Background: an optimization exercise with open tools, aiming at small area, a short achievable clock period and few clock cycles. Do not read the settings as production practice. In this exercise RTL edits were held to simulation tests only and were not proved equivalent to the original.

--- standard.sh ---
#!/bin/bash
# synth_recipe.tcl (not shown) runs the flow's synth.tcl, then flattens the netlist and writes it again
# the make line also repeats each setting of config.mk as NAME=value (left out here)
make -C /OpenROAD-flow-scripts/flow DESIGN_CONFIG=/design/flow/config.mk WORK_HOME=/design/flow/orfs CLKGATE_MAP_FILE= SYNTH_SCRIPT=/design/flow/synth_recipe.tcl "${@:-finish}"
--- flow/run.sh ---
#!/bin/bash
# The standard layout (the standard.sh: ORFS synthesis to finish, unchanged
# steps and settings), except that the buffers ORFS puts on every input and
# output port are sky130_fd_sc_hd__buf_2 instead of the default delay buffer.
set -euo pipefail
export BUFFER_PORTS_ARGS="-buffer_cell sky130_fd_sc_hd__buf_2"
bash standard.sh > standard_flow.log 2>&1
--- design.v ---
module gkm_opu (
    input  wire         clk,
    input  wire         rst_n,
    input  wire         cmd_valid,
    output wire         cmd_ready,
    input  wire [1:0]   cmd_op,        
    input  wire [127:0] cmd_key,       
    input  wire [63:0]  cmd_expect,
    input  wire         in_valid,
    output wire         in_ready,
    input  wire [63:0]  in_data,       
    input  wire [3:0]   in_nbytes,     
    input  wire         in_last,
    output wire         out_valid,
    input  wire         out_ready,
    output wire [63:0]  out_result,
    output wire         out_match
);
    localparam [3:0] S_IDLE = 4'd0,
                     S_CRC  = 4'd1,
                     S_HA   = 4'd2,    
                     S_HB   = 4'd3,    
                     S_LA   = 4'd4,    
                     S_LB   = 4'd5,    
                     S_F1   = 4'd6,
                     S_F2   = 4'd7,
                     S_F3   = 4'd8,
                     S_F4   = 4'd9,
                     S_FOLD = 4'd10;
    reg  [3:0]   st;
    reg          ph;           
    reg          cfin;         
    reg  [1:0]   rc;           
    reg  [1:0]   op;           
    reg          op32;         
    reg          pend;         
    reg          cmd_pres;     
    reg  [1:0]   cop;          
    reg          cmd_rdy, in_rdy, ov;
    reg          in_rdy_o;     
    reg          ir_full, ir_last;
    reg  [3:0]   ir_n;
    reg  [63:0]  ir_d;         
    reg  [255:0] v;            
    reg  [63:0]  res;
    reg          match;
    reg  [4:0]   lenq;         
    reg          c_start;      
    reg          c_p1;         
    reg          c_p2;         
    reg          c_ph;         
    reg          c_crc;        
    reg          c_crotr;      
    reg          c_crotl;      
    reg          c_done;       
    reg          c_fold;       
    reg          c_b, c_ff, c_len, c_hb;
    reg          c_wait;       
    reg          c_inj;        
    reg          c_sir;        
    reg          c_sin;        
    reg          c_linj;       
    reg          c_rtake;      
    reg          c_h01, c_h2, c_h3, c_hres;    
    wire [63:0] v0 = v[63:0];
    wire [63:0] v1 = v[127:64];
    wire [63:0] v2 = v[191:128];
    wire [63:0] v3 = v[255:192];
    wire [63:0] m_beat = ir_d | ((ir_last && !ir_n[3]) ? {lenq, ir_n[2:0], 56'd0} : 64'd0);
    wire [63:0] m      = c_len ? {lenq, 3'b000, 56'd0} : m_beat;
    wire [63:0] ha, hb, hy, hz;
    gkm_halfround u_half (
        .s0(v0), .s1(v1), .s2(v2), .s3(v3), .ph(c_ph),
        .a(ha), .b(hb), .y(hy), .z(hz));
    wire        in_short = in_valid && in_last && !in_nbytes[3];
    wire [4:0]  widx     = c_inj ? lenq + 5'd1 : (c_wait ? lenq : 5'd0);
    wire [63:0] in_mv;        
    genvar gk;
    generate
        for (gk = 0; gk < 8; gk = gk + 1) begin : g_inmv
            if (gk < 7) begin : g_lo
                assign in_mv[8*gk +: 8] = in_data[8*gk +: 8] & {8{in_valid && (in_nbytes > gk)}};
            end else begin : g_hi
                assign in_mv[63:56] = (in_data[63:56] & {8{in_valid && in_nbytes[3]}}) |
                                      ({widx, in_nbytes[2:0]} & {8{in_short}});
            end
        end
    endgenerate
    wire [63:0] inj = ({64{c_sir}} & (ir_d | ((ir_last && !ir_n[3]) ? {5'd0, ir_n[2:0], 56'd0} : 64'd0))) |
                      ({64{c_sin || c_inj || c_wait}} & in_mv) |
                      ({64{c_linj}} & {lenq + 5'd1, 3'b000, 56'd0});
    wire [63:0] hsh = v0 ^ v1 ^ v2 ^ v3;
    wire [63:0] cx   = v2 ^ ir_d;
    wire [7:0]  lob;
    genvar gj;
    generate
        for (gj = 0; gj < 8; gj = gj + 1) begin : g_lob
            assign lob[gj] = (ir_n <= 4'd7 - gj);
        end
    endgenerate
    wire [63:0] lom;
    generate
        for (gj = 0; gj < 8; gj = gj + 1) begin : g_lom
            assign lom[8*gj +: 8] = {8{lob[gj]}};
        end
    endgenerate
    wire [63:0] g64;
    wire [31:0] g32;
    gkm_crc_g u_crc (.t(cx & ~lom), .g64(g64), .g32(g32));
    wire [63:0] s_hi   = cx & lom;
    wire [63:0] c64n   = s_hi ^ g64;
    wire [31:0] c32n   = s_hi[31:0] ^ g32;
    wire [63:0] crc_nx = op32 ? {32'd0, c32n} : c64n;
    wire [63:0] crc_rs = op32 ? {32'd0, ~c32n} : ~c64n;
    wire        crc_mt = op32 ? (~c32n == v0[31:0]) : (~c64n == v0);
    wire take   = cmd_valid && cmd_rdy;
    wire accept = in_valid && in_rdy;
    wire pop    = c_crc || c_hb;
    wire hr     = (st == S_HA) || (st == S_HB) || (st == S_LA) || (st == S_LB) ||
                  (st == S_F1) || (st == S_F2) || (st == S_F3) || (st == S_F4);
    reg [3:0] st_n;
    reg       ph_n;
    always @(*) begin
        st_n = st;
        ph_n = 1'b0;
        if (hr && !ph) begin
            ph_n = (st != S_HA) || ir_full;
        end else begin
            case (st)
                S_CRC:  if (c_done) st_n = S_IDLE;
                S_HA:   st_n = S_HB;
                S_HB:   st_n = !ir_last ? S_HA : (ir_n[3] ? S_LA : S_F1);
                S_LA:   st_n = S_LB;
                S_LB:   st_n = S_F1;
                S_F1:   st_n = S_F2;
                S_F2:   st_n = S_F3;
                S_F3:   st_n = S_F4;
                S_F4:   st_n = S_FOLD;
                S_FOLD: if (c_fold) st_n = S_IDLE;
                default: st_n = S_IDLE;
            endcase
        end
        if (c_start) begin
            st_n = cop[1] ? S_HA : S_CRC;
            ph_n = 1'b0;
        end
    end
    wire       ir_full_n = accept || (ir_full && !pop);
    wire       ir_last_n = in_rdy ? in_last : ir_last;
    wire [3:0] ir_n_n    = in_rdy ? in_nbytes : ir_n;
    wire       ov_n      = c_done || c_fold || (ov && !out_ready);
    wire       pend_n    = c_start || (pend && !take);
    wire       pres_n    = cmd_valid && !take;
    wire [1:0] op_n      = c_start ? cop : op;
    wire       c_crot    = c_crotr || c_crotl;
    wire       cfin_n    = c_crot || (cfin && !c_done && !c_start);
    wire [1:0] rsteps    = ir_n[2] ? (ir_n[1:0] == 2'd0 ? 2'd3 : ~ir_n[1:0]) : ir_n[1:0] - 2'd1;
    wire [1:0] rc_n      = c_crot ? (cfin ? rc - 2'd1 : rsteps) : rc;
    wire       fin_n     = (st_n == S_LA) || (st_n == S_LB) || (st_n == S_F1) || (st_n == S_F2) ||
                           (st_n == S_F3) || (st_n == S_F4) || (st_n == S_FOLD);
    wire       hr_n      = (st_n == S_HA) || (st_n == S_HB) || (st_n == S_LA) || (st_n == S_LB) ||
                           (st_n == S_F1) || (st_n == S_F2) || (st_n == S_F3) || (st_n == S_F4);
    wire       beat_n    = (st_n == S_CRC) && ir_full_n;
    wire       crot_n    = beat_n && ir_last_n && !ir_n_n[3] && (!cfin_n || rc_n != 2'd0);
    wire       rleft_n   = ir_n_n[2] && (ir_n_n[1:0] != 2'd0);
    wire       crc_n     = beat_n && !crot_n && !(ir_last_n && ov_n);
    wire       done_n    = crc_n && ir_last_n;
    wire       fold_n    = (st_n == S_FOLD) && !pend_n && !ov_n;
    wire       start_n   = ((st_n == S_IDLE) || done_n || fold_n) && pres_n && !pend_n;
    wire       rdy_n     = pend_n && (!op_n[1] || (fin_n && !ov_n));
    wire       hb2_n     = (st_n == S_HB) && ph_n;
    wire       in_rdy_n  = !ir_full_n || crc_n || hb2_n;
    wire       p1_n      = hr_n && !ph_n && !((st_n == S_HA) && !ir_full_n);
    wire       p2_n      = hr_n && ph_n;
    wire       wait_n    = (st_n == S_HA) && !ph_n && !ir_full_n;
    wire       rtake_n   = rdy_n && op_n[1];
    wire [63:0] in_m;
    generate
        for (gj = 0; gj < 8; gj = gj + 1) begin : g_inm
            assign in_m[8*gj +: 8] = in_data[8*gj +: 8] & {8{in_nbytes > gj}};
        end
    endgenerate
    always @(posedge clk) begin
        if (!rst_n) begin
            st       <= S_IDLE;
            ph       <= 1'b0;
            cfin     <= 1'b0;
            rc       <= 2'd0;
            pend     <= 1'b0;
            cmd_pres <= 1'b0;
            cmd_rdy  <= 1'b0;
            in_rdy   <= 1'b1;
            in_rdy_o <= 1'b1;
            ov       <= 1'b0;
            ir_full  <= 1'b0;
            c_start  <= 1'b0;
            c_p1     <= 1'b0;
            c_p2     <= 1'b0;
            c_ph     <= 1'b0;
            c_crc    <= 1'b0;
            c_crotr  <= 1'b0;
            c_crotl  <= 1'b0;
            c_done   <= 1'b0;
            c_fold   <= 1'b0;
            c_wait   <= 1'b0;
            c_inj    <= 1'b0;
            c_sir    <= 1'b0;
            c_sin    <= 1'b0;
            c_linj   <= 1'b0;
            c_b      <= 1'b0;
            c_ff     <= 1'b0;
            c_len    <= 1'b0;
            c_hb     <= 1'b0;
            c_rtake  <= 1'b0;
            c_h01    <= 1'b0;
            c_h2     <= 1'b0;
            c_h3     <= 1'b0;
            c_hres   <= 1'b0;
        end else begin
            st       <= st_n;
            ph       <= ph_n;
            cfin     <= cfin_n;
            rc       <= rc_n;
            pend     <= pend_n;
            cmd_pres <= pres_n;
            cmd_rdy  <= rdy_n;
            in_rdy   <= in_rdy_n;
            in_rdy_o <= !ir_full_n || ((st_n == S_HB) && ph_n) ||
                        ((st_n == S_CRC) && !(ir_last_n && ov_n) &&
                         !(ir_last_n && !ir_n_n[3] && (!cfin_n || rc_n != 2'd0)));
            ov       <= ov_n;
            ir_full  <= ir_full_n;
            c_start  <= start_n;
            c_p1     <= p1_n;
            c_p2     <= p2_n;
            c_ph     <= ph_n;
            c_crc    <= crc_n;
            c_crotr  <= crot_n && !rleft_n;
            c_crotl  <= crot_n && rleft_n;
            c_done   <= done_n;
            c_fold   <= fold_n;
            c_wait   <= wait_n;
            c_inj    <= hb2_n && !ir_last_n;
            c_sir    <= start_n && ir_full_n && !crc_n;
            c_sin    <= start_n && in_rdy_n;
            c_linj   <= hb2_n && ir_last_n && ir_n_n[3];
            c_b      <= ((st_n == S_HB) || (st_n == S_LB)) && ph_n;
            c_ff     <= ((st_n == S_HB && ir_last_n && !ir_n_n[3]) || (st_n == S_LB)) && ph_n;
            c_len    <= (st_n == S_LA) || (st_n == S_LB);
            c_hb     <= hb2_n;
            c_rtake  <= rtake_n;
            c_h01    <= !(start_n || p1_n || p2_n);
            c_h2     <= !(start_n || p1_n || p2_n || crc_n || crot_n);
            c_h3     <= !(start_n || p1_n || p2_n);      
            c_hres   <= !(rtake_n || done_n || fold_n);
        end
    end
    always @(posedge clk) begin
        cop <= cmd_op;
        if (c_start) begin
            op   <= cop;
            op32 <= (cop == 2'd0);
        end
        if (in_rdy) begin
            ir_n    <= in_nbytes;
            ir_last <= in_last;
        end
        if (in_rdy || c_crot)
            ir_d    <= in_m & {64{in_rdy}};
        if (c_start)
            lenq <= 5'd0;
        else if (c_hb)
            lenq <= lenq + 5'd1;
        v[255:192] <= (({64{c_start}} & (cmd_key[127:64] ^ 64'h7465646279746573)) |
                       ({64{c_p1 || c_p2}} & hy) |
                       ({64{c_h3}}    & v3)) ^ inj;
        v[127:64]  <= ({64{c_start}} & (cmd_key[127:64] ^ 64'h646f72616e646f6d)) |
                      ({64{c_p1 || c_p2}} & hz) |
                      ({64{c_h01}}   & v1);
        v[63:0]    <= ({64{c_start}} & (cop[1] ? (cmd_key[63:0] ^ 64'h736f6d6570736575) : cmd_expect)) |
                      ({64{c_p1}}    & {ha[31:0], ha[63:32]}) |
                      ({64{c_p2}}    & (ha ^ (m & {64{c_b}}))) |
                      ({64{c_h01}}   & v0);
        v[191:128] <= ({64{c_start}} & (cop[1] ? (cmd_key[63:0] ^ 64'h6c7967656e657261) :
                                        (cop[0] ? 64'hFFFFFFFFFFFFFFFF : 64'h00000000FFFFFFFF))) |
                      ({64{c_p1}}    & hb) |
                      ({64{c_p2}}    & ({hb[31:0], hb[63:32]} ^ {56'd0, {8{c_ff}}})) |
                      ({64{c_crc && !c_start}} & crc_nx) |
                      ({64{c_crotr}} & {cx[7:0], cx[63:8]}) |
                      ({64{c_crotl}} & {cx[55:0], cx[63:56]}) |
                      ({64{c_h2}}    & v2);
        res <= ({64{c_rtake}} & cmd_expect) |
               ({64{c_done}}  & crc_rs) |
               ({64{c_fold}}  & hsh) |
               ({64{c_hres}}  & res);
        if (c_done)
            match <= crc_mt;
        else if (c_fold)
            match <= (hsh == res);
    end
    assign cmd_ready  = cmd_rdy;
    assign in_ready   = in_rdy_o;
    assign out_valid  = ov;
    assign out_result = res;
    assign out_match  = match;
endmodule
module gkm_halfround (
    input  wire [63:0] s0, s1, s2, s3,
    input  wire        ph,
    output wire [63:0] a, b, y, z
);
    gkm_add64 u_a (.a(s0), .b(s1), .s(a));
    gkm_add64 u_b (.a(s2), .b(s3), .s(b));
    wire [63:0] r1 = ph ? {s1[42:0], s1[63:43]} : {s1[50:0], s1[63:51]};
    wire [63:0] r3 = ph ? {s3[46:0], s3[63:47]} : {s3[47:0], s3[63:48]};
    assign y = a ^ r1;
    assign z = b ^ r3;
endmodule
module gkm_add64 (
    input  wire [63:0] a,
    input  wire [63:0] b,
    output wire [63:0] s
);
    wire [63:0] g [0:6];
    wire [63:0] p [0:6];
    assign g[0] = a & b;
    assign p[0] = a ^ b;
    genvar l, i;
    generate
        for (l = 0; l < 6; l = l + 1) begin : g_lv
            for (i = 0; i < 64; i = i + 1) begin : g_bit
                if ((i >> l) & 1) begin : g_op
                    assign g[l+1][i] = g[l][i] | (p[l][i] & g[l][((i >> l) << l) - 1]);
                    assign p[l+1][i] = p[l][i] & p[l][((i >> l) << l) - 1];
                end else begin : g_pass
                    assign g[l+1][i] = g[l][i];
                    assign p[l+1][i] = p[l][i];
                end
            end
        end
    endgenerate
    assign s = p[0] ^ {g[6][62:0], 1'b0};
endmodule
module gkm_crc_g (input wire [63:0] t, output wire [63:0] g64, output wire [31:0] g32);
    wire [427:0] x;
    assign x[63:0] = t;
    assign x[64] = x[38] ^ x[48];
    assign x[65] = x[8] ^ x[43];
    assign x[66] = x[52] ^ x[53];
    assign x[67] = x[60] ^ x[61];
    assign x[68] = x[14] ^ x[62];
    assign x[69] = x[18] ^ x[47];
    assign x[70] = x[16] ^ x[45];
    assign x[71] = x[21] ^ x[37];
    assign x[72] = x[11] ^ x[44];
    assign x[73] = x[27] ^ x[55];
    assign x[74] = x[10] ^ x[28];
    assign x[75] = x[12] ^ x[35];
    assign x[76] = x[15] ^ x[34];
    assign x[77] = x[25] ^ x[39];
    assign x[78] = x[26] ^ x[40];
    assign x[79] = x[29] ^ x[50];
    assign x[80] = x[30] ^ x[51];
    assign x[81] = x[13] ^ x[24];
    assign x[82] = x[19] ^ x[58];
    assign x[83] = x[20] ^ x[49];
    assign x[84] = x[22] ^ x[59];
    assign x[85] = x[17] ^ x[46];
    assign x[86] = x[33] ^ x[54];
    assign x[87] = x[56] ^ x[57];
    assign x[88] = x[41] ^ x[63];
    assign x[89] = x[1] ^ x[23];
    assign x[90] = x[4] ^ x[36];
    assign x[91] = x[9] ^ x[31];
    assign x[92] = x[32] ^ x[42];
    assign x[93] = x[0] ^ x[72];
    assign x[94] = x[5] ^ x[6];
    assign x[95] = x[3] ^ x[67];
    assign x[96] = x[2] ^ x[64];
    assign x[97] = x[7] ^ x[65];
    assign x[98] = x[69] ^ x[71];
    assign x[99] = x[74] ^ x[77];
    assign x[100] = x[66] ^ x[86];
    assign x[101] = x[57] ^ x[76];
    assign x[102] = x[70] ^ x[75];
    assign x[103] = x[80] ^ x[81];
    assign x[104] = x[63] ^ x[68];
    assign x[105] = x[1] ^ x[84];
    assign x[106] = x[9] ^ x[85];
    assign x[107] = x[39] ^ x[83];
    assign x[108] = x[73] ^ x[82];
    assign x[109] = x[78] ^ x[79];
    assign x[110] = x[7] ^ x[89];
    assign x[111] = x[3] ^ x[61];
    assign x[112] = x[22] ^ x[38];
    assign x[113] = x[36] ^ x[92];
    assign x[114] = x[0] ^ x[2];
    assign x[115] = x[5] ^ x[40];
    assign x[116] = x[6] ^ x[14];
    assign x[117] = x[30] ^ x[49];
    assign x[118] = x[31] ^ x[55];
    assign x[119] = x[33] ^ x[52];
    assign x[120] = x[11] ^ x[87];
    assign x[121] = x[35] ^ x[70];
    assign x[122] = x[54] ^ x[66];
    assign x[123] = x[91] ^ x[93];
    assign x[124] = x[12] ^ x[41];
    assign x[125] = x[13] ^ x[45];
    assign x[126] = x[15] ^ x[19];
    assign x[127] = x[18] ^ x[43];
    assign x[128] = x[21] ^ x[59];
    assign x[129] = x[23] ^ x[27];
    assign x[130] = x[16] ^ x[88];
    assign x[131] = x[24] ^ x[65];
    assign x[132] = x[32] ^ x[73];
    assign x[133] = x[37] ^ x[69];
    assign x[134] = x[51] ^ x[90];
    assign x[135] = x[42] ^ x[95];
    assign x[136] = x[62] ^ x[96];
    assign x[137] = x[0] ^ x[29];
    assign x[138] = x[17] ^ x[44];
    assign x[139] = x[25] ^ x[34];
    assign x[140] = x[3] ^ x[64];
    assign x[141] = x[8] ^ x[68];
    assign x[142] = x[50] ^ x[71];
    assign x[143] = x[53] ^ x[87];
    assign x[144] = x[58] ^ x[78];
    assign x[145] = x[60] ^ x[94];
    assign x[146] = x[67] ^ x[79];
    assign x[147] = x[82] ^ x[84];
    assign x[148] = x[4] ^ x[23];
    assign x[149] = x[6] ^ x[48];
    assign x[150] = x[28] ^ x[47];
    assign x[151] = x[13] ^ x[80];
    assign x[152] = x[18] ^ x[87];
    assign x[153] = x[31] ^ x[111];
    assign x[154] = x[33] ^ x[66];
    assign x[155] = x[35] ^ x[83];
    assign x[156] = x[49] ^ x[74];
    assign x[157] = x[56] ^ x[73];
    assign x[158] = x[58] ^ x[79];
    assign x[159] = x[77] ^ x[85];
    assign x[160] = x[78] ^ x[88];
    assign x[161] = x[10] ^ x[97];
    assign x[162] = x[44] ^ x[106];
    assign x[163] = x[91] ^ x[100];
    assign x[164] = x[2] ^ x[46];
    assign x[165] = x[4] ^ x[41];
    assign x[166] = x[22] ^ x[56];
    assign x[167] = x[24] ^ x[38];
    assign x[168] = x[7] ^ x[75];
    assign x[169] = x[15] ^ x[92];
    assign x[170] = x[21] ^ x[69];
    assign x[171] = x[32] ^ x[70];
    assign x[172] = x[50] ^ x[76];
    assign x[173] = x[55] ^ x[83];
    assign x[174] = x[59] ^ x[68];
    assign x[175] = x[62] ^ x[119];
    assign x[176] = x[81] ^ x[90];
    assign x[177] = x[28] ^ x[93];
    assign x[178] = x[81] ^ x[100];
    assign x[179] = x[102] ^ x[107];
    assign x[180] = x[104] ^ x[109];
    assign x[181] = x[5] ^ x[26];
    assign x[182] = x[10] ^ x[61];
    assign x[183] = x[12] ^ x[29];
    assign x[184] = x[17] ^ x[34];
    assign x[185] = x[40] ^ x[51];
    assign x[186] = x[43] ^ x[52];
    assign x[187] = x[1] ^ x[87];
    assign x[188] = x[2] ^ x[88];
    assign x[189] = x[9] ^ x[76];
    assign x[190] = x[11] ^ x[118];
    assign x[191] = x[20] ^ x[89];
    assign x[192] = x[22] ^ x[90];
    assign x[193] = x[23] ^ x[94];
    assign x[194] = x[26] ^ x[88];
    assign x[195] = x[27] ^ x[90];
    assign x[196] = x[45] ^ x[126];
    assign x[197] = x[48] ^ x[65];
    assign x[198] = x[54] ^ x[72];
    assign x[199] = x[60] ^ x[127];
    assign x[200] = x[75] ^ x[117];
    assign x[201] = x[79] ^ x[84];
    assign x[202] = x[86] ^ x[112];
    assign x[203] = x[30] ^ x[107];
    assign x[204] = x[36] ^ x[98];
    assign x[205] = x[42] ^ x[140];
    assign x[206] = x[47] ^ x[105];
    assign x[207] = x[77] ^ x[103];
    assign x[208] = x[98] ^ x[134];
    assign x[209] = x[99] ^ x[130];
    assign x[210] = x[128] ^ x[146];
    assign x[211] = x[4] ^ x[12];
    assign x[212] = x[5] ^ x[20];
    assign x[213] = x[10] ^ x[46];
    assign x[214] = x[14] ^ x[38];
    assign x[215] = x[15] ^ x[25];
    assign x[216] = x[16] ^ x[58];
    assign x[217] = x[18] ^ x[53];
    assign x[218] = x[25] ^ x[44];
    assign x[219] = x[26] ^ x[51];
    assign x[220] = x[33] ^ x[46];
    assign x[221] = x[34] ^ x[39];
    assign x[222] = x[37] ^ x[50];
    assign x[223] = x[45] ^ x[57];
    assign x[224] = x[0] ^ x[82];
    assign x[225] = x[5] ^ x[137];
    assign x[226] = x[19] ^ x[76];
    assign x[227] = x[27] ^ x[92];
    assign x[228] = x[29] ^ x[116];
    assign x[229] = x[37] ^ x[92];
    assign x[230] = x[39] ^ x[138];
    assign x[231] = x[40] ^ x[75];
    assign x[232] = x[44] ^ x[83];
    assign x[233] = x[48] ^ x[91];
    assign x[234] = x[55] ^ x[75];
    assign x[235] = x[55] ^ x[82];
    assign x[236] = x[56] ^ x[125];
    assign x[237] = x[57] ^ x[72];
    assign x[238] = x[59] ^ x[86];
    assign x[239] = x[62] ^ x[114];
    assign x[240] = x[63] ^ x[89];
    assign x[241] = x[68] ^ x[89];
    assign x[242] = x[85] ^ x[94];
    assign x[243] = x[112] ^ x[129];
    assign x[244] = x[3] ^ x[143];
    assign x[245] = x[6] ^ x[96];
    assign x[246] = x[9] ^ x[97];
    assign x[247] = x[11] ^ x[99];
    assign x[248] = x[12] ^ x[95];
    assign x[249] = x[13] ^ x[108];
    assign x[250] = x[17] ^ x[96];
    assign x[251] = x[19] ^ x[101];
    assign x[252] = x[20] ^ x[141];
    assign x[253] = x[22] ^ x[151];
    assign x[254] = x[28] ^ x[145];
    assign x[255] = x[29] ^ x[98];
    assign x[256] = x[30] ^ x[131];
    assign x[257] = x[36] ^ x[121];
    assign x[258] = x[50] ^ x[98];
    assign x[259] = x[51] ^ x[122];
    assign x[260] = x[52] ^ x[101];
    assign x[261] = x[57] ^ x[102];
    assign x[262] = x[67] ^ x[109];
    assign x[263] = x[73] ^ x[99];
    assign x[264] = x[78] ^ x[103];
    assign x[265] = x[80] ^ x[152];
    assign x[266] = x[81] ^ x[97];
    assign x[267] = x[84] ^ x[120];
    assign x[268] = x[95] ^ x[113];
    assign x[269] = x[101] ^ x[156];
    assign x[270] = x[108] ^ x[149];
    assign x[271] = x[110] ^ x[144];
    assign x[272] = x[121] ^ x[154];
    assign x[273] = x[139] ^ x[171];
    assign x[274] = x[37] ^ x[123];
    assign x[275] = x[148] ^ x[179];
    assign x[276] = x[153] ^ x[161];
    assign x[277] = x[1] ^ x[54];
    assign x[278] = x[3] ^ x[42];
    assign x[279] = x[4] ^ x[27];
    assign x[280] = x[4] ^ x[32];
    assign x[281] = x[8] ^ x[10];
    assign x[282] = x[9] ^ x[26];
    assign x[283] = x[14] ^ x[40];
    assign x[284] = x[16] ^ x[41];
    assign x[285] = x[26] ^ x[41];
    assign x[286] = x[27] ^ x[33];
    assign x[287] = x[30] ^ x[32];
    assign x[288] = x[31] ^ x[54];
    assign x[289] = x[36] ^ x[42];
    assign x[290] = x[42] ^ x[48];
    assign x[291] = x[49] ^ x[62];
    assign x[292] = x[53] ^ x[59];
    assign x[293] = x[5] ^ x[80];
    assign x[294] = x[6] ^ x[64];
    assign x[295] = x[7] ^ x[150];
    assign x[296] = x[8] ^ x[80];
    assign x[297] = x[11] ^ x[115];
    assign x[298] = x[12] ^ x[114];
    assign x[299] = x[16] ^ x[92];
    assign x[300] = x[16] ^ x[124];
    assign x[301] = x[23] ^ x[115];
    assign x[302] = x[28] ^ x[115];
    assign x[303] = x[31] ^ x[185];
    assign x[304] = x[35] ^ x[85];
    assign x[305] = x[38] ^ x[65];
    assign x[306] = x[46] ^ x[72];
    assign x[307] = x[46] ^ x[129];
    assign x[308] = x[47] ^ x[71];
    assign x[309] = x[52] ^ x[138];
    assign x[310] = x[53] ^ x[215];
    assign x[311] = x[56] ^ x[71];
    assign x[312] = x[56] ^ x[116];
    assign x[313] = x[60] ^ x[74];
    assign x[314] = x[60] ^ x[83];
    assign x[315] = x[62] ^ x[183];
    assign x[316] = x[63] ^ x[77];
    assign x[317] = x[64] ^ x[71];
    assign x[318] = x[65] ^ x[137];
    assign x[319] = x[66] ^ x[212];
    assign x[320] = x[68] ^ x[76];
    assign x[321] = x[78] ^ x[117];
    assign x[322] = x[82] ^ x[85];
    assign x[323] = x[83] ^ x[129];
    assign x[324] = x[84] ^ x[94];
    assign x[325] = x[86] ^ x[150];
    assign x[326] = x[88] ^ x[112];
    assign x[327] = x[118] ^ x[218];
    assign x[328] = x[119] ^ x[290];
    assign x[329] = x[167] ^ x[181];
    assign x[330] = x[0] ^ x[104];
    assign x[331] = x[1] ^ x[157];
    assign x[332] = x[18] ^ x[101];
    assign x[333] = x[19] ^ x[96];
    assign x[334] = x[20] ^ x[160];
    assign x[335] = x[21] ^ x[102];
    assign x[336] = x[21] ^ x[122];
    assign x[337] = x[25] ^ x[95];
    assign x[338] = x[34] ^ x[104];
    assign x[339] = x[39] ^ x[202];
    assign x[340] = x[40] ^ x[153];
    assign x[341] = x[45] ^ x[158];
    assign x[342] = x[46] ^ x[134];
    assign x[343] = x[47] ^ x[108];
    assign x[344] = x[54] ^ x[105];
    assign x[345] = x[59] ^ x[154];
    assign x[346] = x[61] ^ x[132];
    assign x[347] = x[64] ^ x[110];
    assign x[348] = x[64] ^ x[133];
    assign x[349] = x[67] ^ x[202];
    assign x[350] = x[68] ^ x[198];
    assign x[351] = x[69] ^ x[113];
    assign x[352] = x[70] ^ x[93];
    assign x[353] = x[71] ^ x[155];
    assign x[354] = x[73] ^ x[102];
    assign x[355] = x[74] ^ x[95];
    assign x[356] = x[74] ^ x[105];
    assign x[357] = x[75] ^ x[103];
    assign x[358] = x[85] ^ x[313];
    assign x[359] = x[87] ^ x[238];
    assign x[360] = x[88] ^ x[174];
    assign x[361] = x[91] ^ x[130];
    assign x[362] = x[93] ^ x[187];
    assign x[363] = x[96] ^ x[225];
    assign x[364] = x[97] ^ x[283];
    assign x[365] = x[99] ^ x[122];
    assign x[366] = x[99] ^ x[173];
    assign x[367] = x[101] ^ x[124];
    assign x[368] = x[103] ^ x[128];
    assign x[369] = x[103] ^ x[188];
    assign x[370] = x[104] ^ x[142];
    assign x[371] = x[105] ^ x[130];
    assign x[372] = x[106] ^ x[293];
    assign x[373] = x[108] ^ x[172];
    assign x[374] = x[110] ^ x[127];
    assign x[375] = x[110] ^ x[133];
    assign x[376] = x[111] ^ x[132];
    assign x[377] = x[113] ^ x[150];
    assign x[378] = x[113] ^ x[236];
    assign x[379] = x[116] ^ x[120];
    assign x[380] = x[120] ^ x[124];
    assign x[381] = x[125] ^ x[175];
    assign x[382] = x[125] ^ x[192];
    assign x[383] = x[139] ^ x[147];
    assign x[384] = x[141] ^ x[142];
    assign x[385] = x[144] ^ x[323];
    assign x[386] = x[151] ^ x[308];
    assign x[387] = x[152] ^ x[327];
    assign x[388] = x[159] ^ x[176];
    assign x[389] = x[160] ^ x[169];
    assign x[390] = x[165] ^ x[297];
    assign x[391] = x[166] ^ x[189];
    assign x[392] = x[184] ^ x[240];
    assign x[393] = x[190] ^ x[201];
    assign x[394] = x[194] ^ x[196];
    assign x[395] = x[195] ^ x[200];
    assign x[396] = x[217] ^ x[229];
    assign x[397] = x[15] ^ x[203];
    assign x[398] = x[24] ^ x[250];
    assign x[399] = x[41] ^ x[136];
    assign x[400] = x[63] ^ x[260];
    assign x[401] = x[68] ^ x[135];
    assign x[402] = x[106] ^ x[208];
    assign x[403] = x[123] ^ x[145];
    assign x[404] = x[124] ^ x[208];
    assign x[405] = x[131] ^ x[263];
    assign x[406] = x[134] ^ x[272];
    assign x[407] = x[135] ^ x[147];
    assign x[408] = x[135] ^ x[191];
    assign x[409] = x[157] ^ x[247];
    assign x[410] = x[159] ^ x[259];
    assign x[411] = x[161] ^ x[214];
    assign x[412] = x[162] ^ x[168];
    assign x[413] = x[162] ^ x[182];
    assign x[414] = x[163] ^ x[204];
    assign x[415] = x[176] ^ x[340];
    assign x[416] = x[178] ^ x[321];
    assign x[417] = x[197] ^ x[265];
    assign x[418] = x[198] ^ x[209];
    assign x[419] = x[200] ^ x[331];
    assign x[420] = x[206] ^ x[355];
    assign x[421] = x[206] ^ x[365];
    assign x[422] = x[210] ^ x[224];
    assign x[423] = x[222] ^ x[273];
    assign x[424] = x[227] ^ x[394];
    assign x[425] = x[253] ^ x[318];
    assign x[426] = x[261] ^ x[351];
    assign x[427] = x[252] ^ x[274];
    assign g64[0] = (((x[270] ^ x[358]) ^ x[414]) ^ (x[360] ^ ((((x[11] ^ x[23]) ^ x[278]) ^ x[107]) ^ (x[236] ^ x[97]))));
    assign g64[1] = (x[415] ^ ((((x[32] ^ x[6]) ^ x[175]) ^ (x[230] ^ x[243])) ^ (x[341] ^ x[367])));
    assign g64[2] = ((x[207] ^ x[360]) ^ (x[396] ^ ((((x[0] ^ x[34]) ^ (x[58] ^ x[7])) ^ (x[148] ^ x[220])) ^ (x[121] ^ x[302]))));
    assign g64[3] = (((x[225] ^ (x[140] ^ x[189])) ^ x[409]) ^ (x[353] ^ ((x[81] ^ ((x[45] ^ x[62]) ^ x[217])) ^ x[271])));
    assign g64[4] = ((x[379] ^ x[395]) ^ ((x[109] ^ ((x[164] ^ x[167]) ^ (x[8] ^ (x[19] ^ x[21])))) ^ (x[209] ^ x[344])));
    assign g64[5] = (x[417] ^ (((x[100] ^ x[196]) ^ (x[213] ^ (x[49] ^ (x[21] ^ x[25])))) ^ ((x[298] ^ x[324]) ^ x[180])));
    assign g64[6] = (x[417] ^ (((x[70] ^ ((x[26] ^ x[33]) ^ x[289])) ^ x[356]) ^ (x[320] ^ (x[142] ^ x[230]))));
    assign g64[7] = (((x[243] ^ x[322]) ^ ((x[121] ^ x[199]) ^ (x[185] ^ (x[49] ^ (x[29] ^ x[2]))))) ^ (x[274] ^ x[400]));
    assign g64[8] = (((x[299] ^ ((x[67] ^ x[86]) ^ x[294])) ^ x[419]) ^ (x[370] ^ (x[123] ^ x[266])));
    assign g64[9] = (((x[245] ^ x[258]) ^ (x[259] ^ x[337])) ^ (x[367] ^ ((x[147] ^ x[191]) ^ (x[227] ^ x[306]))));
    assign g64[10] = (((x[136] ^ x[178]) ^ (x[295] ^ (x[219] ^ (x[55] ^ (x[21] ^ x[43]))))) ^ (x[275] ^ x[407]));
    assign g64[11] = ((x[338] ^ x[388]) ^ (((x[157] ^ x[197]) ^ (x[201] ^ x[232])) ^ ((x[301] ^ x[95]) ^ x[336])));
    assign g64[12] = (((x[328] ^ (x[147] ^ x[159])) ^ x[276]) ^ (x[264] ^ ((x[195] ^ x[237]) ^ (x[212] ^ (x[50] ^ (x[15] ^ x[35]))))));
    assign g64[13] = (((x[254] ^ x[273]) ^ x[404]) ^ (x[385] ^ (((x[65] ^ x[66]) ^ x[174]) ^ x[123])));
    assign g64[14] = (((x[178] ^ x[356]) ^ (x[317] ^ (x[94] ^ x[146]))) ^ (x[412] ^ x[424]));
    assign g64[15] = ((x[311] ^ (x[80] ^ ((x[29] ^ x[52]) ^ x[111]))) ^ (x[383] ^ (x[250] ^ x[361])));
    assign g64[16] = ((x[379] ^ x[382]) ^ (((x[194] ^ x[317]) ^ x[246]) ^ (x[325] ^ (((x[35] ^ x[46]) ^ x[287]) ^ x[108]))));
    assign g64[17] = (((x[326] ^ x[93]) ^ x[251]) ^ (x[336] ^ ((x[127] ^ ((x[17] ^ x[3]) ^ x[125])) ^ (x[145] ^ x[315]))));
    assign g64[18] = (x[420] ^ ((((x[17] ^ x[284]) ^ x[175]) ^ (x[197] ^ x[311])) ^ (x[123] ^ x[395])));
    assign g64[19] = ((x[392] ^ x[396]) ^ (((((x[12] ^ x[5]) ^ x[91]) ^ x[146]) ^ (x[156] ^ x[237])) ^ (x[136] ^ x[382])));
    assign g64[20] = (((x[319] ^ ((x[41] ^ x[91]) ^ x[157])) ^ x[398]) ^ (x[377] ^ ((x[168] ^ x[296]) ^ x[210])));
    assign g64[21] = (x[425] ^ (((x[152] ^ x[99]) ^ (x[71] ^ (x[149] ^ x[291]))) ^ (x[163] ^ x[268])));
    assign g64[22] = (((x[235] ^ x[237]) ^ x[163]) ^ (x[180] ^ (((x[112] ^ x[117]) ^ (x[182] ^ x[280])) ^ ((x[43] ^ (x[34] ^ x[37])) ^ x[110]))));
    assign g64[23] = ((((x[186] ^ (x[49] ^ (x[14] ^ x[3]))) ^ x[254]) ^ x[412]) ^ (x[333] ^ ((x[103] ^ x[113]) ^ (x[172] ^ x[98]))));
    assign g64[24] = ((x[276] ^ x[406]) ^ (x[348] ^ (((x[116] ^ x[126]) ^ (x[22] ^ (x[0] ^ x[13]))) ^ ((x[77] ^ x[79]) ^ x[232]))));
    assign g64[25] = ((x[372] ^ x[384]) ^ (((x[107] ^ x[122]) ^ (x[171] ^ x[226])) ^ ((x[90] ^ (x[72] ^ x[78])) ^ x[347])));
    assign g64[26] = ((x[326] ^ ((x[185] ^ x[281]) ^ x[242])) ^ (((x[73] ^ ((x[15] ^ x[24]) ^ x[114])) ^ x[163]) ^ (x[179] ^ x[258])));
    assign g64[27] = (x[423] ^ ((x[305] ^ x[314]) ^ (((x[58] ^ x[286]) ^ x[104]) ^ (x[105] ^ x[303]))));
    assign g64[28] = (((x[155] ^ ((x[53] ^ x[219]) ^ x[133])) ^ (x[245] ^ x[350])) ^ ((x[373] ^ x[378]) ^ x[276]));
    assign g64[29] = (((x[140] ^ ((x[52] ^ x[126]) ^ x[132])) ^ (x[177] ^ x[179])) ^ ((x[246] ^ x[342]) ^ (x[359] ^ x[370])));
    assign g64[30] = ((x[350] ^ x[374]) ^ ((((x[279] ^ x[94]) ^ x[201]) ^ (x[300] ^ x[303])) ^ (x[205] ^ x[251])));
    assign g64[31] = (x[275] ^ (((x[169] ^ x[235]) ^ (x[309] ^ x[97])) ^ (x[254] ^ x[369])));
    assign g64[32] = (x[418] ^ (x[343] ^ ((x[146] ^ x[301]) ^ (x[291] ^ (x[48] ^ (x[24] ^ x[37]))))));
    assign g64[33] = (((x[207] ^ x[248]) ^ (x[307] ^ (x[109] ^ x[224]))) ^ (x[411] ^ x[414]));
    assign g64[34] = (x[427] ^ (x[421] ^ (x[346] ^ (((x[165] ^ x[64]) ^ x[226]) ^ x[264]))));
    assign g64[35] = (((x[335] ^ x[363]) ^ x[409]) ^ (x[389] ^ ((x[241] ^ x[314]) ^ x[163])));
    assign g64[36] = (((x[260] ^ x[262]) ^ (x[298] ^ ((x[24] ^ x[30]) ^ x[147]))) ^ (x[375] ^ ((x[171] ^ x[233]) ^ x[252])));
    assign g64[37] = ((x[361] ^ x[368]) ^ ((((x[286] ^ x[89]) ^ (x[32] ^ x[281])) ^ (x[155] ^ x[310])) ^ ((x[322] ^ x[95]) ^ x[136])));
    assign g64[38] = (x[423] ^ (((x[164] ^ x[166]) ^ (x[285] ^ ((x[53] ^ x[61]) ^ x[148]))) ^ (x[266] ^ x[270])));
    assign g64[39] = (((x[295] ^ x[329]) ^ x[162]) ^ (x[359] ^ ((x[141] ^ x[155]) ^ (x[278] ^ ((x[25] ^ x[51]) ^ x[129])))));
    assign g64[40] = ((x[341] ^ (x[170] ^ ((x[282] ^ x[90]) ^ (x[60] ^ x[149])))) ^ (x[400] ^ x[405]));
    assign g64[41] = ((x[334] ^ ((x[86] ^ (x[118] ^ x[77])) ^ x[257])) ^ (x[425] ^ ((x[309] ^ (x[170] ^ x[193])) ^ x[401])));
    assign g64[42] = (x[420] ^ (((x[86] ^ (x[76] ^ x[81])) ^ x[203]) ^ (x[93] ^ ((x[8] ^ x[280]) ^ x[144]))));
    assign g64[43] = ((x[241] ^ (((x[2] ^ x[33]) ^ x[139]) ^ x[233])) ^ (x[390] ^ (x[210] ^ x[354])));
    assign g64[44] = ((x[242] ^ ((x[166] ^ x[76]) ^ x[156])) ^ (x[357] ^ ((x[194] ^ x[239]) ^ x[268])));
    assign g64[45] = (x[422] ^ (((x[277] ^ ((x[48] ^ x[8]) ^ x[165])) ^ x[366]) ^ (x[143] ^ (x[106] ^ x[121]))));
    assign g64[46] = ((x[344] ^ x[372]) ^ (((x[170] ^ x[173]) ^ x[262]) ^ (x[239] ^ (((x[10] ^ x[58]) ^ x[289]) ^ x[120]))));
    assign g64[47] = ((x[267] ^ x[270]) ^ ((((x[62] ^ (x[10] ^ x[31])) ^ x[188]) ^ (x[89] ^ (x[186] ^ x[80]))) ^ (x[248] ^ x[258])));
    assign g64[48] = ((x[339] ^ ((x[131] ^ x[132]) ^ (x[223] ^ (x[114] ^ x[116])))) ^ (x[404] ^ x[413]));
    assign g64[49] = ((x[381] ^ x[391]) ^ (((x[115] ^ x[235]) ^ (x[306] ^ x[99])) ^ (x[205] ^ x[375])));
    assign g64[50] = (x[275] ^ (((x[120] ^ x[131]) ^ (x[160] ^ x[228])) ^ ((x[292] ^ ((x[34] ^ x[47]) ^ x[213])) ^ x[333])));
    assign g64[51] = ((x[345] ^ x[387]) ^ ((((x[222] ^ x[74]) ^ x[193]) ^ (x[196] ^ x[231])) ^ (x[256] ^ x[330])));
    assign g64[52] = (((x[299] ^ ((x[49] ^ x[119]) ^ x[101])) ^ x[405]) ^ (x[255] ^ ((x[140] ^ x[174]) ^ (x[89] ^ (x[138] ^ x[219])))));
    assign g64[53] = ((((x[82] ^ (x[117] ^ x[279])) ^ x[177]) ^ (x[272] ^ x[391])) ^ ((x[316] ^ (x[109] ^ x[199])) ^ x[398]));
    assign g64[54] = ((x[362] ^ x[386]) ^ ((((x[139] ^ x[216]) ^ (x[67] ^ x[94])) ^ (x[234] ^ x[328])) ^ (x[180] ^ x[246])));
    assign g64[55] = (((x[177] ^ x[251]) ^ x[408]) ^ (x[339] ^ ((x[234] ^ x[98]) ^ (x[80] ^ (x[26] ^ x[164])))));
    assign g64[56] = (((x[191] ^ ((x[137] ^ x[166]) ^ (x[186] ^ x[221]))) ^ x[415]) ^ (x[343] ^ (x[136] ^ x[335])));
    assign g64[57] = ((x[353] ^ x[388]) ^ (((x[84] ^ ((x[44] ^ x[48]) ^ x[287])) ^ x[244]) ^ (x[302] ^ (x[188] ^ x[241]))));
    assign g64[58] = ((x[266] ^ x[267]) ^ ((((x[4] ^ x[126]) ^ x[106]) ^ (x[109] ^ x[319])) ^ (x[136] ^ x[263])));
    assign g64[59] = (x[418] ^ (((((x[14] ^ x[9]) ^ x[183]) ^ x[145]) ^ (x[170] ^ x[296])) ^ (x[244] ^ x[385])));
    assign g64[60] = (((x[192] ^ ((x[23] ^ x[220]) ^ x[131])) ^ x[397]) ^ (x[248] ^ ((x[133] ^ x[143]) ^ x[180])));
    assign g64[61] = (((x[135] ^ x[265]) ^ (x[242] ^ ((x[167] ^ x[90]) ^ x[172]))) ^ ((x[345] ^ x[352]) ^ (x[364] ^ x[366])));
    assign g64[62] = ((((x[94] ^ (x[62] ^ x[165])) ^ (x[97] ^ x[98])) ^ x[410]) ^ (x[262] ^ (((x[72] ^ x[76]) ^ (x[82] ^ x[91])) ^ (x[102] ^ x[187]))));
    assign g64[63] = ((x[334] ^ ((x[122] ^ x[151]) ^ x[136])) ^ (x[426] ^ ((x[324] ^ ((x[7] ^ x[8]) ^ x[108])) ^ x[413])));
    assign g32[0] = ((x[358] ^ x[363]) ^ ((((x[221] ^ x[284]) ^ (x[43] ^ x[119])) ^ x[204]) ^ (x[249] ^ x[267])));
    assign g32[1] = (((x[177] ^ x[203]) ^ x[407]) ^ (x[348] ^ (((x[184] ^ x[89]) ^ x[143]) ^ (x[228] ^ x[231]))));
    assign g32[2] = ((x[397] ^ x[399]) ^ (x[422] ^ (x[374] ^ (x[231] ^ ((x[223] ^ x[288]) ^ x[176])))));
    assign g32[3] = ((x[371] ^ x[384]) ^ ((x[207] ^ x[268]) ^ (x[232] ^ ((x[115] ^ x[118]) ^ (x[164] ^ x[82])))));
    assign g32[4] = (((x[180] ^ x[247]) ^ (x[249] ^ x[332])) ^ (x[342] ^ (((x[20] ^ x[111]) ^ (x[70] ^ x[92])) ^ (x[193] ^ x[233]))));
    assign g32[5] = ((x[330] ^ x[332]) ^ ((((x[60] ^ (x[32] ^ x[55])) ^ x[107]) ^ (x[168] ^ x[192])) ^ (x[245] ^ x[264])));
    assign g32[6] = ((x[364] ^ x[393]) ^ (((x[304] ^ x[96]) ^ (x[69] ^ x[240])) ^ (x[269] ^ x[337])));
    assign g32[7] = (((x[269] ^ x[357]) ^ (x[305] ^ (x[142] ^ x[175]))) ^ (x[376] ^ ((x[84] ^ (x[148] ^ x[181])) ^ x[162])));
    assign g32[8] = ((((x[81] ^ (x[56] ^ x[69])) ^ x[338]) ^ (x[99] ^ (x[158] ^ x[243]))) ^ (x[403] ^ x[406]));
    assign g32[9] = ((x[349] ^ x[369]) ^ (((x[132] ^ x[170]) ^ (x[310] ^ x[312])) ^ ((x[43] ^ x[102]) ^ x[271])));
    assign g32[10] = (x[401] ^ (((x[288] ^ ((x[23] ^ x[58]) ^ x[215])) ^ (x[329] ^ x[93])) ^ (x[161] ^ x[255])));
    assign g32[11] = ((x[346] ^ x[352]) ^ (((x[105] ^ x[294]) ^ x[256]) ^ (x[316] ^ ((x[211] ^ x[282]) ^ (x[62] ^ x[126])))));
    assign g32[12] = ((x[347] ^ x[383]) ^ ((((x[186] ^ x[223]) ^ x[160]) ^ (x[173] ^ x[315])) ^ (x[123] ^ x[204])));
    assign g32[13] = (((x[177] ^ x[256]) ^ x[426]) ^ (x[392] ^ (x[173] ^ ((x[181] ^ x[79]) ^ x[154]))));
    assign g32[14] = (x[421] ^ ((((x[167] ^ x[80]) ^ (x[55] ^ (x[41] ^ x[50]))) ^ x[261]) ^ x[403]));
    assign g32[15] = (x[410] ^ ((x[190] ^ (((x[10] ^ x[2]) ^ x[149]) ^ (x[183] ^ x[67]))) ^ (x[271] ^ x[378])));
    assign g32[16] = (x[416] ^ (((x[164] ^ x[133]) ^ (x[174] ^ x[97])) ^ (x[376] ^ x[380])));
    assign g32[17] = ((x[325] ^ ((x[60] ^ x[211]) ^ x[141])) ^ (((x[143] ^ x[172]) ^ (x[91] ^ (x[218] ^ x[88]))) ^ (x[205] ^ x[249])));
    assign g32[18] = ((x[349] ^ (x[155] ^ (x[114] ^ (x[52] ^ (x[11] ^ x[14]))))) ^ (x[402] ^ x[424]));
    assign g32[19] = (x[408] ^ (x[380] ^ ((x[158] ^ x[239]) ^ (x[292] ^ (x[17] ^ (x[13] ^ x[15]))))));
    assign g32[20] = ((((x[127] ^ x[211]) ^ (x[216] ^ x[277])) ^ ((x[57] ^ x[114]) ^ x[104])) ^ (x[135] ^ x[368]));
    assign g32[21] = ((x[209] ^ x[255]) ^ (x[362] ^ (((x[220] ^ x[64]) ^ x[153]) ^ (x[195] ^ x[320]))));
    assign g32[22] = (x[419] ^ ((x[199] ^ (x[90] ^ (x[128] ^ x[213]))) ^ (x[381] ^ x[389])));
    assign g32[23] = ((x[66] ^ ((x[14] ^ x[18]) ^ (x[42] ^ x[63]))) ^ (((x[118] ^ x[128]) ^ (x[182] ^ x[64])) ^ (x[158] ^ x[230])));
    assign g32[24] = (((x[132] ^ ((x[137] ^ x[70]) ^ x[100])) ^ x[399]) ^ (x[386] ^ ((x[85] ^ ((x[36] ^ x[58]) ^ x[115])) ^ x[269])));
    assign g32[25] = ((x[205] ^ x[371]) ^ (((x[100] ^ x[133]) ^ (x[158] ^ x[190])) ^ ((x[221] ^ (x[28] ^ x[117])) ^ (x[304] ^ x[312]))));
    assign g32[26] = ((x[307] ^ ((x[31] ^ x[216]) ^ x[100])) ^ (((x[142] ^ x[156]) ^ (x[168] ^ x[169])) ^ (x[253] ^ x[390])));
    assign g32[27] = ((x[178] ^ x[377]) ^ (x[393] ^ ((((x[0] ^ x[51]) ^ x[184]) ^ (x[214] ^ x[65])) ^ (x[193] ^ x[300]))));
    assign g32[28] = (((x[199] ^ x[228]) ^ (x[229] ^ x[234])) ^ (x[207] ^ ((((x[48] ^ x[56]) ^ x[138]) ^ x[100]) ^ (x[110] ^ x[189]))));
    assign g32[29] = ((x[387] ^ (((x[2] ^ x[61]) ^ x[226]) ^ x[257])) ^ (x[411] ^ x[416]));
    assign g32[30] = ((((((x[32] ^ x[54]) ^ x[285]) ^ x[159]) ^ x[244]) ^ (x[257] ^ x[373])) ^ x[427]);
    assign g32[31] = (x[402] ^ (((x[144] ^ x[169]) ^ (x[187] ^ x[238])) ^ ((x[74] ^ (x[63] ^ (x[20] ^ x[38]))) ^ x[354])));
endmodule
--- config.mk ---
export PLATFORM = sky130hd
export DESIGN_NAME = gkm_opu
export DESIGN_NICKNAME = gkm_opu
export VERILOG_FILES = /design/flow/design.v
export SDC_FILE = /design/flow/constraint.sdc
export NUM_CORES = 4
export LEC_CHECK = 0
export CAP_MARGIN = 25
export CORE_MARGIN = 2
export CORE_UTILIZATION = 35
export PLACE_DENSITY = 0.55
export SLEW_MARGIN = 25
--- constraint.sdc ---
create_clock -name core_clock -period 25.0 [get_ports {clk}]
set_input_delay 5.0000 -clock core_clock [delete_from_list [all_inputs] [get_ports {clk}]]
set_output_delay 5.0000 -clock core_clock [all_outputs]
set_load 0.01 [all_outputs]
==> impl_metrics.tcl, run 1 <==
set metrics [dict create \
    cp_cell_sequence "buf_4, buf_4, or2_1, buf_4, and2_1, buf_4, xnor2_4, xnor2_4, xor2_2, xnor2_1, xnor2_1, xnor2_1, xnor2_1, xor2_1, and3_1, nand4b_1, o31ai_1" \
    drtIter0Drc 12150 \
    timing.rr.end "match" \
    synth-seq-cells 434 \
    syn_area_um2 45900 \
    worstSetupPathType "reg -> reg" \
    grt_pass1_vias 44877 \
    rsz0062_at_grt "no" \
    hold_slack_ns 0.552 \
    syn-num-nets 5676 \
    async_flop_share_pct 0 \
    area_growth_pct 16.0 \
    layout.nets 6067 \
    grt_first_pass_wirelength_mm 474 \
    slew_headroom_pct 11.4 \
    skew_ns 0.0437 \
    gp_congestion 1.20 \
    cp-end-kind "register" \
    crit_fanout 36 \
    startpoint "ir_n[3]" \
    max_freq_mhz 144 \
    setup_viol 0 \
    clock_latency_ns 0.67 \
    hold_path_class "reg -> reg" \
    layout_common_cells "1203 x xnor2_1, 530 x xor2_1, 421 x nand2_1" \
    fin_crit_ns 6.96 \
    crit_path_start_kind "register" \
    gr-total-overflow 0 \
    fin_tns_setup_ns 0 \
    start_util_pct 35.3 \
    synth_flop_cell "dfxtp_1" \
    r2r_setup_slack_ns 18.04 \
    clockBufferDepth 3 \
    die_h_um 366 \
    cp-endpoint "match" \
    dp_slack_ns 17.86 \
    grt_antenna_before_repair 40 \
    drive_gt1_share_pct 16.4 \
    avgViaCountPerCell 6.89 \
    synth_cells 5267 \
    synth_top_area_share_pct 23.9 \
    cpMaxStageDelayCell "xnor2_4" \
    dieArea_um2 134000 \
    coreArea_um2 130000 \
    ys_top_cells_by_area "xnor2_1 24%, dfxtp_1 16%, xor2_1 10%" \
    firstDrtPassIters 12 \
    drc_errors 0 \
    required_ns 25.48 \
    cts_buffers 50 \
    maxCapViolCount 0 \
    cts-hold-fix-buffers 0 \
    dieWidth_um 366 \
    avgSynthCellArea_um2 8.71 \
    final_max_slew_viol_count 0 \
    reg2reg_from "ir_n[3]" \
    setup_slack_ns 18.04 \
    worstMarginPinSlew_ns 1.32 \
    cp.arrival_ns 7.44 \
    worst_path_largest_cell_delay_ns 0.92 \
    placed_cell_area_um2 51200 \
    ctsResizeCount 0 \
    post-cts-setup-buffer-count 0 \
    row_count 132 \
    ff2ff_path_depth 17 \
    wirelength_mm 380 \
    ys_seq_area_share_pct 20.4 \
    status "no timing/DRC/antenna violations" \
    clk_pin_slew_ns 0.08 \
    num_io_pins 336 \
    grt_max_degree 108 \
    yosysTopAreaCell "xnor2_1" \
    synth-edff-count 66 \
    wl_per_cell_um 50.8 \
    synth_cell_types 97 \
    cts.sinks 434 \
    postRouteAntennaNets 0 \
    clk_root_buffer_cell "clkbuf_16" \
    vias 51540 \
    period_share_pct 27.8 \
    htreeDepth 2 \
    fillers 13303 \
    cts_tree "done" \
    grtUsageTotal_pct 53.9 \
    hpwlAfterDp_mm 315 \
    ys.warnings.count 2 \
    final_area_um2 53200 \
    hold_viol_final 0 \
    port-buffer-count 335 \
    final_common_cell "xnor2_1" \
]
==> how the worst min path moves through the flow <==
stage          slack, ns     from  depth (start not counted)  endpoint
6_report            0.55  res[33]                          2   res[33]
5_1_grt             0.58  res[33]                          2   res[33]
4_1_cts             0.54     v[2]                          2      v[2]
3_5_place_dp        0.52     v[2]                          2      v[2]
3_3_place_gp        0.50    op[1]                          2     op[1]
2_1_floorplan       0.48    op[1]                          2     op[1]
==> final cells by class <==
cell class	count	area, um2	share of cell area (%)
antenna	38	95.1	0.179
clock inverter	24	221	0.416
sequential	434	9380	17.6
clock buffer	70	1490	2.80
timing repair buffer	610	3750	7.06
inverter	129	484	0.911
tap	1742	2180	4.10
multi-input combinational	4433	35600	66.9
==> flip-flops by register name, summed over array words and instances (netlist names), 2 cells and up <==
name and flops:
ir_d 64, cop 2, ir_n 4, rc 2, res 64, st 4
lenq 5, v 256
==> critical path: cells and delay by family (launching register included) <==
family	cells	cell delay (ns)
XOR/XNOR	8	3.65
buffers and inverters	4	1.55
AND/OR/NAND/NOR	4	0.70
flip-flops	1	0.53
AO/OA/AOI/OAI	1	0.26
==> cell families after synthesis <==
family                   after synthesis  synth area share, %
flip-flops                           434                 20.4
buffers and inverters                400                 3.50
AND/OR/NAND/NOR                      993                 10.2
multiplexers                         191                 4.27
adder cells (fa/ha/maj)              141                 4.04
AO/OA/AOI/OAI                       1218                 19.0
XOR/XNOR                            1890                 38.5
==> cell usage after synthesis, types with 11 or more instances <==
cell	count
xor2_4	12
a21o_1	61
nor2_1	183
nor4_1	19
o221ai_1	16
fa_1	12
nand3_1	41
clkbuf_1	211
a221oi_1	55
or2_2	12
xnor2_2	22
dfxtp_1	368
mux2i_1	165
nor2b_1	47
mux2_2	24
o21bai_1	13
a32oi_1	18
a222oi_1	174
o21ai_0	269
a22oi_1	127
xnor3_1	33
xnor2_1	1254
o21a_1	22
nand4_1	32
o22ai_1	11
o21ai_2	14
o2111ai_1	16
buf_1	25
xor2_1	549
edfxtp_1	66
nand2_1	422
nor3_1	48
and3_1	47
ha_1	129
nand2b_1	25
inv_1	126
o211ai_1	28
a221o_1	56
a21oi_1	233
buf_2	21
and2_1	59
==> stage by stage <==
stage | cells | utilization [%]
after floorplan | 5267 | -
after global placement | 7344 | 39.3
after detailed placement | 7346 | 39.4
after CTS | 7440 | 40.7
after global routing | 7452 | 40.9
final | 7480 | 41.0
==> per-layer routing <==
metal | vias up | routed length (um) | global-route usage (%)
met5 | - | 1630 | 4.70
met4 | 42 | 28400 | 29.9
met3 | 1227 | 72700 | 36.9
met2 | 5633 | 131000 | 65.6
met1 | 25160 | 146000 | 67.9
li1 | 19478 | - | -
Testbench counts, summed over its fixed seeds: cycles 97,537.
==> run 2: changes to the inputs <==
--- a/design.v
+++ b/design.v
@@ -26,7 +26,8 @@
                      S_F2   = 4'd7,
                      S_F3   = 4'd8,
                      S_F4   = 4'd9,
-                     S_FOLD = 4'd10;
+                     S_FOLD = 4'd10,
+                     S_CMP  = 4'd11;   
     reg  [3:0]   st;
     reg          ph;           
     reg          cfin;         
@@ -54,6 +55,7 @@
     reg          c_crotl;      
     reg          c_done;       
     reg          c_fold;       
+    reg          c_cmp;        
     reg          c_b, c_ff, c_len, c_hb;
     reg          c_wait;       
     reg          c_inj;        
@@ -61,7 +63,7 @@
     reg          c_sin;        
     reg          c_linj;       
     reg          c_rtake;      
-    reg          c_h01, c_h2, c_h3, c_hres;    
+    reg          c_h01, c_h2, c_h3, c_hres, c_hir;    
     wire [63:0] v0 = v[63:0];
     wire [63:0] v1 = v[127:64];
     wire [63:0] v2 = v[191:128];
@@ -112,7 +114,7 @@
     wire [31:0] c32n   = s_hi[31:0] ^ g32;
     wire [63:0] crc_nx = op32 ? {32'd0, c32n} : c64n;
     wire [63:0] crc_rs = op32 ? {32'd0, ~c32n} : ~c64n;
-    wire        crc_mt = op32 ? (~c32n == v0[31:0]) : (~c64n == v0);
+    wire        res_eq = op32 ? (res[31:0] == v0[31:0]) : (res == v0);
     wire take   = cmd_valid && cmd_rdy;
     wire accept = in_valid && in_rdy;
     wire pop    = c_crc || c_hb;
@@ -127,7 +129,7 @@
             ph_n = (st != S_HA) || ir_full;
         end else begin
             case (st)
-                S_CRC:  if (c_done) st_n = S_IDLE;
+                S_CRC:  if (c_done) st_n = S_CMP;
                 S_HA:   st_n = S_HB;
                 S_HB:   st_n = !ir_last ? S_HA : (ir_n[3] ? S_LA : S_F1);
                 S_LA:   st_n = S_LB;
@@ -136,7 +138,8 @@
                 S_F2:   st_n = S_F3;
                 S_F3:   st_n = S_F4;
                 S_F4:   st_n = S_FOLD;
-                S_FOLD: if (c_fold) st_n = S_IDLE;
+                S_FOLD: if (c_fold) st_n = S_CMP;
+                S_CMP:  st_n = S_IDLE;
                 default: st_n = S_IDLE;
             endcase
         end
@@ -148,7 +151,7 @@
     wire       ir_full_n = accept || (ir_full && !pop);
     wire       ir_last_n = in_rdy ? in_last : ir_last;
     wire [3:0] ir_n_n    = in_rdy ? in_nbytes : ir_n;
-    wire       ov_n      = c_done || c_fold || (ov && !out_ready);
+    wire       ov_n      = c_cmp || (ov && !out_ready);
     wire       pend_n    = c_start || (pend && !take);
     wire       pres_n    = cmd_valid && !take;
     wire [1:0] op_n      = c_start ? cop : op;
@@ -166,7 +169,7 @@
     wire       crc_n     = beat_n && !crot_n && !(ir_last_n && ov_n);
     wire       done_n    = crc_n && ir_last_n;
     wire       fold_n    = (st_n == S_FOLD) && !pend_n && !ov_n;
-    wire       start_n   = ((st_n == S_IDLE) || done_n || fold_n) && pres_n && !pend_n;
+    wire       start_n   = ((st_n == S_IDLE) || (st_n == S_CMP)) && pres_n && !pend_n;
     wire       rdy_n     = pend_n && (!op_n[1] || (fin_n && !ov_n));
     wire       hb2_n     = (st_n == S_HB) && ph_n;
     wire       in_rdy_n  = !ir_full_n || crc_n || hb2_n;
@@ -202,6 +205,7 @@
             c_crotl  <= 1'b0;
             c_done   <= 1'b0;
             c_fold   <= 1'b0;
+            c_cmp    <= 1'b0;
             c_wait   <= 1'b0;
             c_inj    <= 1'b0;
             c_sir    <= 1'b0;
@@ -216,6 +220,7 @@
             c_h2     <= 1'b0;
             c_h3     <= 1'b0;
             c_hres   <= 1'b0;
+            c_hir    <= 1'b0;
         end else begin
             st       <= st_n;
             ph       <= ph_n;
@@ -239,6 +244,7 @@
             c_crotl  <= crot_n && rleft_n;
             c_done   <= done_n;
             c_fold   <= fold_n;
+            c_cmp    <= (st_n == S_CMP);
             c_wait   <= wait_n;
             c_inj    <= hb2_n && !ir_last_n;
             c_sir    <= start_n && ir_full_n && !crc_n;
@@ -249,10 +255,11 @@
             c_len    <= (st_n == S_LA) || (st_n == S_LB);
             c_hb     <= hb2_n;
             c_rtake  <= rtake_n;
-            c_h01    <= !(start_n || p1_n || p2_n);
+            c_h01    <= !(start_n || p1_n || p2_n || fold_n);
             c_h2     <= !(start_n || p1_n || p2_n || crc_n || crot_n);
             c_h3     <= !(start_n || p1_n || p2_n);      
             c_hres   <= !(rtake_n || done_n || fold_n);
+            c_hir    <= !in_rdy_n && !crot_n;
         end
     end
     always @(posedge clk) begin
@@ -265,8 +272,7 @@
             ir_n    <= in_nbytes;
             ir_last <= in_last;
         end
-        if (in_rdy || c_crot)
-            ir_d    <= in_m & {64{in_rdy}};
+        ir_d <= ({64{in_rdy}} & in_m) | ({64{c_hir}} & ir_d);
         if (c_start)
             lenq <= 5'd0;
         else if (c_hb)
@@ -280,6 +286,7 @@
         v[63:0]    <= ({64{c_start}} & (cop[1] ? (cmd_key[63:0] ^ 64'h736f6d6570736575) : cmd_expect)) |
                       ({64{c_p1}}    & {ha[31:0], ha[63:32]}) |
                       ({64{c_p2}}    & (ha ^ (m & {64{c_b}}))) |
+                      ({64{c_fold}}  & res) |
                       ({64{c_h01}}   & v0);
         v[191:128] <= ({64{c_start}} & (cop[1] ? (cmd_key[63:0] ^ 64'h6c7967656e657261) :
                                         (cop[0] ? 64'hFFFFFFFFFFFFFFFF : 64'h00000000FFFFFFFF))) |
@@ -293,10 +300,8 @@
                ({64{c_done}}  & crc_rs) |
                ({64{c_fold}}  & hsh) |
                ({64{c_hres}}  & res);
-        if (c_done)
-            match <= crc_mt;
-        else if (c_fold)
-            match <= (hsh == res);
+        if (c_cmp)
+            match <= res_eq;
     end
     assign cmd_ready  = cmd_rdy;
     assign in_ready   = in_rdy_o;
==> run 2 against run 1 <==
Net effect:
- still clean on timing, DRC and antenna
- core utilization shrank 0.57 points
- synthesized area shrank 5.1%
- synthesized cell count shrank 5.0%
- sequential cell count grew 3
- critical endpoint is now out_result[29]
- largest cell class unchanged
- highest routed layer unchanged
==> impl_metrics.tcl, run 2 <==
set metrics [dict create \
    yosysMostFrequentCell "xnor2_1" \
    yosysTopAreaCell "xnor2_1" \
    hpwlAfterDp_mm 247 \
    ys_top_cells_by_area "xnor2_1 24%, dfxtp_1 20%, xor2_1 11%" \
    drive_gt1_share_pct 15.2 \
    synth_commonest_cells "1190 x xnor2_1, 563 x xor2_1, 435 x dfxtp_1, 376 x nand2_1, 247 x o21ai_0" \
    worst_path_largest_cell_delay_ns 0.65 \
    cp_cell_sequence "buf_2" \
    dp_slack_ns 17.99 \
    start_util_pct 35.2 \
    crit_fanout 4 \
    reg2reg_from "ir_n[0]" \
    async_flop_share_pct 0 \
    grt_first_pass_wirelength_mm 399 \
    hold_path_class "reg -> reg" \
    coreArea_um2 123000 \
    grtUsageTotal_pct 46.9 \
    layout_common_cells "1169 x xnor2_1, 547 x xor2_1, 419 x dfxtp_1" \
    dieArea_um2 127000 \
    dieWidth_um 357 \
    cp.arrival_ns 1.54 \
    postRouteAntennaNets 0 \
    gr-total-overflow 0 \
    maxCapViolCount 0 \
    fin_tns_setup_ns 0 \
    ctsResizeCount 0 \
    ys.warnings.count 2 \
    firstDrtPassIters 15 \
    hold_end "match" \
    required_ns 20.00 \
    r2r_setup_slack_ns 18.88 \
    cpMaxStageDelayCell "dfxtp_1" \
    crit_family "flip-flops" \
    period_share_pct 26.2 \
    htreeDepth 2 \
    clk_root_buffer_cell "clkbuf_16" \
    cp-end-kind "output port" \
    wirelength_mm 310 \
    max_freq_mhz 153 \
    drtIter0Drc 9334 \
    avgViaCountPerCell 6.55 \
    place_inst 6900 \
    wl_per_cell_um 44.2 \
    cts_buffers 53 \
    cts.sinks 437 \
    avgSynthCellArea_um2 8.69 \
    skew_ns 0.0249 \
    hold_depth 0 \
    cts-hold-fix-buffers 0 \
    largest_reg_flops 256 \
    vias 45901 \
    grt_max_degree 110 \
    final_max_slew_viol_count 0 \
    hold_viol_final 0 \
    synth_flop_cell "dfxtp_1" \
    synth-edff-count 2 \
    grt_antenna_before_repair 30 \
    num_io_pins 336 \
    min_from "c_cmp" \
    crit_path_start_kind "register" \
    final_common_cell "xnor2_1" \
    status "no timing/DRC/antenna violations" \
    die_h_um 357 \
    hold_slack_ns 0.493 \
    syn_area_um2 43500 \
]
==> run 2: changes by cell type after synthesis, sizes merged, moves of 29 or more <==
cell / previous run / this run
nand2: 424 / 378
dfxtp: 368 / 435
a21oi: 235 / 176
and2: 59 / 23
and3: 47 / 18
o211ai: 28 / 75
xnor2: 1283 / 1210
a22o: 8 / 80
edfxtp: 66 / 2
a22oi: 127 / 161
==> run 2: cell families (layout without fill, tap and decap cells) <==
| family | after synthesis | in the layout | synth area share [%] |
|---|---|---|---|
| AO/OA/AOI/OAI | 1223 | 1223 | 20.8 |
| XOR/XNOR | 1813 | 1813 | 38.3 |
| adder cells (fa/ha/maj) | 141 | 141 | 4.26 |
| buffers and inverters | 376 | 728 | 3.46 |
| flip-flops | 437 | 437 | 20.2 |
| multiplexers | 177 | 177 | 4.18 |
| other | 0 | 14 | 0 |
| AND/OR/NAND/NOR | 839 | 839 | 8.88 |
==> run 2: metal layers <==
| layer | up-vias | track usage [%] | part of all wire [%] |
|---|---|---|---|
| met5 | - | 0 | 0.038 |
| met3 | 1110 | 12.4 | 12 |
| met1 | 22305 | 57.1 | 36 |
| met2 | 4044 | 66.8 | 40 |
| li1 | 18426 | - | - |
| met4 | 16 | 44.1 | 12 |
==> run 2: worst max path at each step <==
stage	slack (ns)	startpoint	end	depth (start not counted)
detailed placement	17.99	in_nbytes[3]	c_hir	7
floorplan	18.58	in_nbytes[3]	c_hir	7
global route	18.45	in_nbytes[3]	c_hir	7
finish	18.46	res[29]	out_result[29]	1
CTS	18.54	res[27]	out_result[27]	1
global placement	17.81	in_nbytes[2]	v[195]	5
==> run 2: cell type report <==
type	count	area [um2]
antenna	14	35.0
tap	1637	2050
clock inverter	22	248
sequential	437	8800
timing repair buffer	527	3150
multi-input combinational	4193	33600
fill	12756	73600
clock buffer	71	1550
inverter	108	405
==> run 2: per-stage QoR <==
step,util [%],area [um2]
2_1_floorplan,-,43500
3_3_place_gp,38.7,47800
3_5_place_dp,38.8,47900
4_1_cts,40.3,49700
5_1_grt,40.4,49800
6_report,40.4,49900
Testbench counts of run 2, summed over its fixed seeds: cycles 98,169.

## afterwards: timing with drivers on the ports
Ports are ideal in the flow. The routed layouts listed here were re-timed in OpenROAD. Step 1, drivers: a clkbuf_16 drives clk and a buf_2 each remaining input, both assumed. Step 2 adds t to the input delays and takes it off the output delays; t is the mean of the earliest and latest rising clock arrival at the registers after step 1. Input paths then give back, and output paths get back, about the clock's delay inside the block. Three values: ideal, step 1, step 2; two values: the first two.
run | t (ns) | setup slack, ns | worst hold slack (ns) | worst slew at a driven data input, ns
run 1 | 0.728 | 18.040 / 18.040 / 17.673 | 0.552 / 0.552 / 0.552 | 0.10
run 2 | 0.735 | 18.459 / 18.382 / 17.937 | 0.493 / 0.493 / 0.493 | 0.11
After both steps setup and hold are still met in every run listed. For run 2, which loses most, drivers alone change the setup slack by -0.077 ns; drivers and shift together by -0.522 ns.
